This design comes from an exercise in tuning for small area, a short achievable clock period and few clock cycles per item on the open sky130 flow, not from production work.
In this exercise RTL edits were held to simulation tests only and were not proved equivalent to the original.

==> run K <==
==> flow/design.v (excerpt) <==
module shot_unit (
  input  wire        clk,
  input  wire        rst,
  input  wire        in_valid,
  output wire        in_ready,
  input  wire [7:0]  p00,
  input  wire [7:0]  p10,
  input  wire [7:0]  p01,
  input  wire [7:0]  p11,
  input  wire [5:0]  fx,
  input  wire [5:0]  fy,
  input  wire [15:0] f_pix,
  input  wire [7:0]  nominal,
  input  wire [16:0] s_x,
  input  wire [5:0]  l_x,
  input  wire [4:0]  rank,
  input  wire [3:0]  rho_in,
  input  wire [15:0] gain,
  input  wire [3:0]  state,
  input  wire        blank,
  output wire        out_valid,
  output wire [7:0]  code,
  output wire [3:0]  rho_out,
  output wire        rho_we,
  output wire [31:0] loss,
  output wire        sat,
  output wire        missed,
  output wire        stuck_over
);
  assign in_ready = 1'b1;
  reg [7:0]  p00_q, p10_q, p01_q, p11_q;
  reg [5:0]  fx_q, fy_q;
  reg [15:0] f_q;
  reg [7:0]  n_q;
  reg [16:0] s_q;
  reg [5:0]  l_q;
  reg [4:0]  j_q;
  reg [3:0]  rho_q;
  reg [15:0] g_q;
  reg [3:0]  st_q;
  reg        bl_q;
  reg [3:0] v_q;
  always @(posedge clk) begin
    p00_q <= p00; p10_q <= p10; p01_q <= p01; p11_q <= p11;
    fx_q  <= fx;  fy_q  <= fy;
    f_q   <= f_pix;
    n_q   <= nominal;
    s_q   <= s_x;
    l_q   <= l_x;
    j_q   <= rank;
    rho_q <= rho_in;
    g_q   <= gain;
    st_q  <= state;
    bl_q  <= blank;
  end
  always @(posedge clk) begin
    if (rst) v_q <= 4'd0;
    else     v_q <= {v_q[2:0], in_valid};
  end
  assign out_valid = v_q[3];
  wire live1   = (st_q == 4'd0) && (g_q >= 16'h0400) && (g_q <= 16'h7800);
  wire shoot1  = live1 && !bl_q;
  wire missed1 = live1 && bl_q;
  wire n0 = fx_q[0] ? p10_q[0] : p00_q[0];
  wire n1 = fx_q[0] ? p10_q[1] : p00_q[1];
  wire n2 = fx_q[0] ? p10_q[2] : p00_q[2];
  wire n3 = fx_q[0] ? p10_q[3] : p00_q[3];
  wire n4 = fx_q[0] ? p10_q[4] : p00_q[4];
  wire n5 = fx_q[0] ? p10_q[5] : p00_q[5];
  wire n6 = fx_q[0] ? p10_q[6] : p00_q[6];
  wire n7 = fx_q[0] ? p10_q[7] : p00_q[7];
  wire n8 = fx_q[1] ? p10_q[0] : p00_q[0];
  wire n9 = fx_q[1] ? p10_q[1] : p00_q[1];
  wire n10 = fx_q[1] ? p10_q[2] : p00_q[2];
  wire n11 = fx_q[1] ? p10_q[3] : p00_q[3];
  wire n12 = fx_q[1] ? p10_q[4] : p00_q[4];
  wire n13 = fx_q[1] ? p10_q[5] : p00_q[5];
  ...
clock: 300.0 ns
lec_check: 0
abc_area: 1
cap_margin: 20
core_margin: 2
core_utilization: 40
cts_buf_list: sky130_fd_sc_hd__clkbuf_8
cts_cluster_diameter: 60
cts_cluster_size: 20
slew_margin: 20
standard.sh (not shown) runs the stock make flow with config.mk's settings and CLKGATE_MAP_FILE= SYNTH_SCRIPT=/design/flow/synth_recipe.tcl, a recipe that flattens the netlist after the stock synthesis.
==> flow/flow/run.sh <==
#!/bin/bash
# Layout flow: the standard synthesis, then popt2.py (picks the polarity of
# each full adder, xor, mux and half adder, and swaps cells for complements, so that fewer
# inverters are needed; every register is kept as synthesized), then the standard flow's
# standard layout with sky130_fd_sc_hd__buf_1 as the port buffer.
# Each tool's output goes to a log file of its own in the work folder.
set -euo pipefail
cd "$(dirname "$0")/.."
W=$(pwd)
R=$W/orfs/results/${FLOW_PLATFORM:-sky130hd}/shot_unit/base
bash standard.sh synth > synth.log 2>&1
cp "$R/1_2_yosys.v" "$R/1_2_yosys_std.v"
python3 flow/popt2.py "$R/1_2_yosys_std.v" "$R/1_2_yosys.v" > popt.log 2>&1
BUFFER_PORTS_ARGS="-buffer_cell sky130_fd_sc_hd__buf_1" bash standard.sh finish > layout.log 2>&1
Other scripts of this flow, unchanged in this note and not shown: flow/flow/popt2.py
==> inputs of run G, as changes to run K <==
--- a/flow/design.v
+++ b/flow/design.v
@@ -26,43 +26,40 @@
   output wire        sat,
   output wire        missed,
   output wire        stuck_over
 );
   assign in_ready = 1'b1;
+  wire live_in = (state == 4'd0) && (gain >= 16'h0400) && (gain <= 16'h7800);
   reg [7:0]  p00_q, p10_q, p01_q, p11_q;
   reg [5:0]  fx_q, fy_q;
   reg [15:0] f_q;
   reg [7:0]  n_q;
   reg [16:0] s_q;
   reg [5:0]  l_q;
   reg [4:0]  j_q;
   reg [3:0]  rho_q;
-  reg [15:0] g_q;
-  reg [3:0]  st_q;
-  reg        bl_q;
+  reg [14:0] g_q;
+  reg        shoot_q, missed_q;
   reg [3:0] v_q;
   always @(posedge clk) begin
     p00_q <= p00; p10_q <= p10; p01_q <= p01; p11_q <= p11;
     fx_q  <= fx;  fy_q  <= fy;
     f_q   <= f_pix;
     n_q   <= nominal;
     s_q   <= s_x;
     l_q   <= l_x;
     j_q   <= rank;
     rho_q <= rho_in;
-    g_q   <= gain;
-    st_q  <= state;
-    bl_q  <= blank;
+    g_q   <= gain[14:0];
+    shoot_q  <= live_in && !blank;
+    missed_q <= live_in && blank;
   end
   always @(posedge clk) begin
     if (rst) v_q <= 4'd0;
     else     v_q <= {v_q[2:0], in_valid};
   end
   assign out_valid = v_q[3];
-  wire live1   = (st_q == 4'd0) && (g_q >= 16'h0400) && (g_q <= 16'h7800);
-  wire shoot1  = live1 && !bl_q;
-  wire missed1 = live1 && bl_q;
   wire n0 = fx_q[0] ? p10_q[0] : p00_q[0];
   wire n1 = fx_q[0] ? p10_q[1] : p00_q[1];
   wire n2 = fx_q[0] ? p10_q[2] : p00_q[2];
   wire n3 = fx_q[0] ? p10_q[3] : p00_q[3];
   wire n4 = fx_q[0] ? p10_q[4] : p00_q[4];
@@ -2937,11 +2934,11 @@
   wire n2873 = n2863 | n2865;
   wire n2874 = n2873 | n2867;
   wire n2875 = n2874 | n2869;
   wire n2876 = n2875 | n2871;
   wire n2877 = ~n2876;
-  wire n2878 = n2877 & shoot1;
+  wire n2878 = n2877 & shoot_q;
   wire n2879 = n2829 ^ n2648;
   wire n2880 = n2829 & n2648;
   wire n2881 = n2831 ^ n2650 ^ n2880;
   wire n2882 = (n2831 & n2650) | (n2831 & n2880) | (n2650 & n2880);
   wire n2883 = n2833 ^ n2652 ^ n2882;
@@ -4518,12 +4515,12 @@
     c1_G[10] <= g_q[10];
     c1_G[11] <= g_q[11];
     c1_G[12] <= g_q[12];
     c1_G[13] <= g_q[13];
     c1_G[14] <= g_q[14];
-    c1_f[0] <= shoot1;
-    c1_f[1] <= missed1;
+    c1_f[0] <= shoot_q;
+    c1_f[1] <= missed_q;
     c1_f[2] <= n2878;
     c2_w[0] <= n3370;
     c2_w[1] <= n3372;
     c2_w[2] <= n3374;
     c2_w[3] <= n3376;
==> notes <==
Global-route usage is about the same in run K and run G. Against run G, the core utilization of run K is lower by 0.22 points. Worst setup slack: run G is lower than run K (14 ps). In sequential share of layout area, run K and run G hardly differ. Between run G and run K, the lower clock skew is in run K (gap 18 ps). In run K the non-clock buffer count is lower than in run G, by 5.
Testbench counts of run K, summed over its fixed seeds: cycles 24,032, items 24,000.
Testbench counts of run G, summed over its fixed seeds: cycles 24,032, items 24,000.

## re-timing with driven ports
The flow's constraints put no driver on any port. The routed layouts listed below were extracted and timed again, unchanged, in two steps. Step 1 sets driving cells, clkbuf_16 on the clock port and buf_2 on the other inputs (assumed; they add their load-dependent delay and slew). Step 2 moves the port delays by t, midway between the first and last clock arrival at a register: inputs arrive t later, outputs are due t later. That takes back most of the time a late clock gives input paths. Slacks: no drivers / after step 1 / after step 2; pairs: no drivers / after step 1.
run	t (ns)	setup WS [ns]	worst setup path at the end
run K	0.770	238.672 / 238.604 / 239.373	register to output
run G	0.743	238.658 / 238.591 / 238.906	input to register
After both steps every run listed still meets setup and hold.
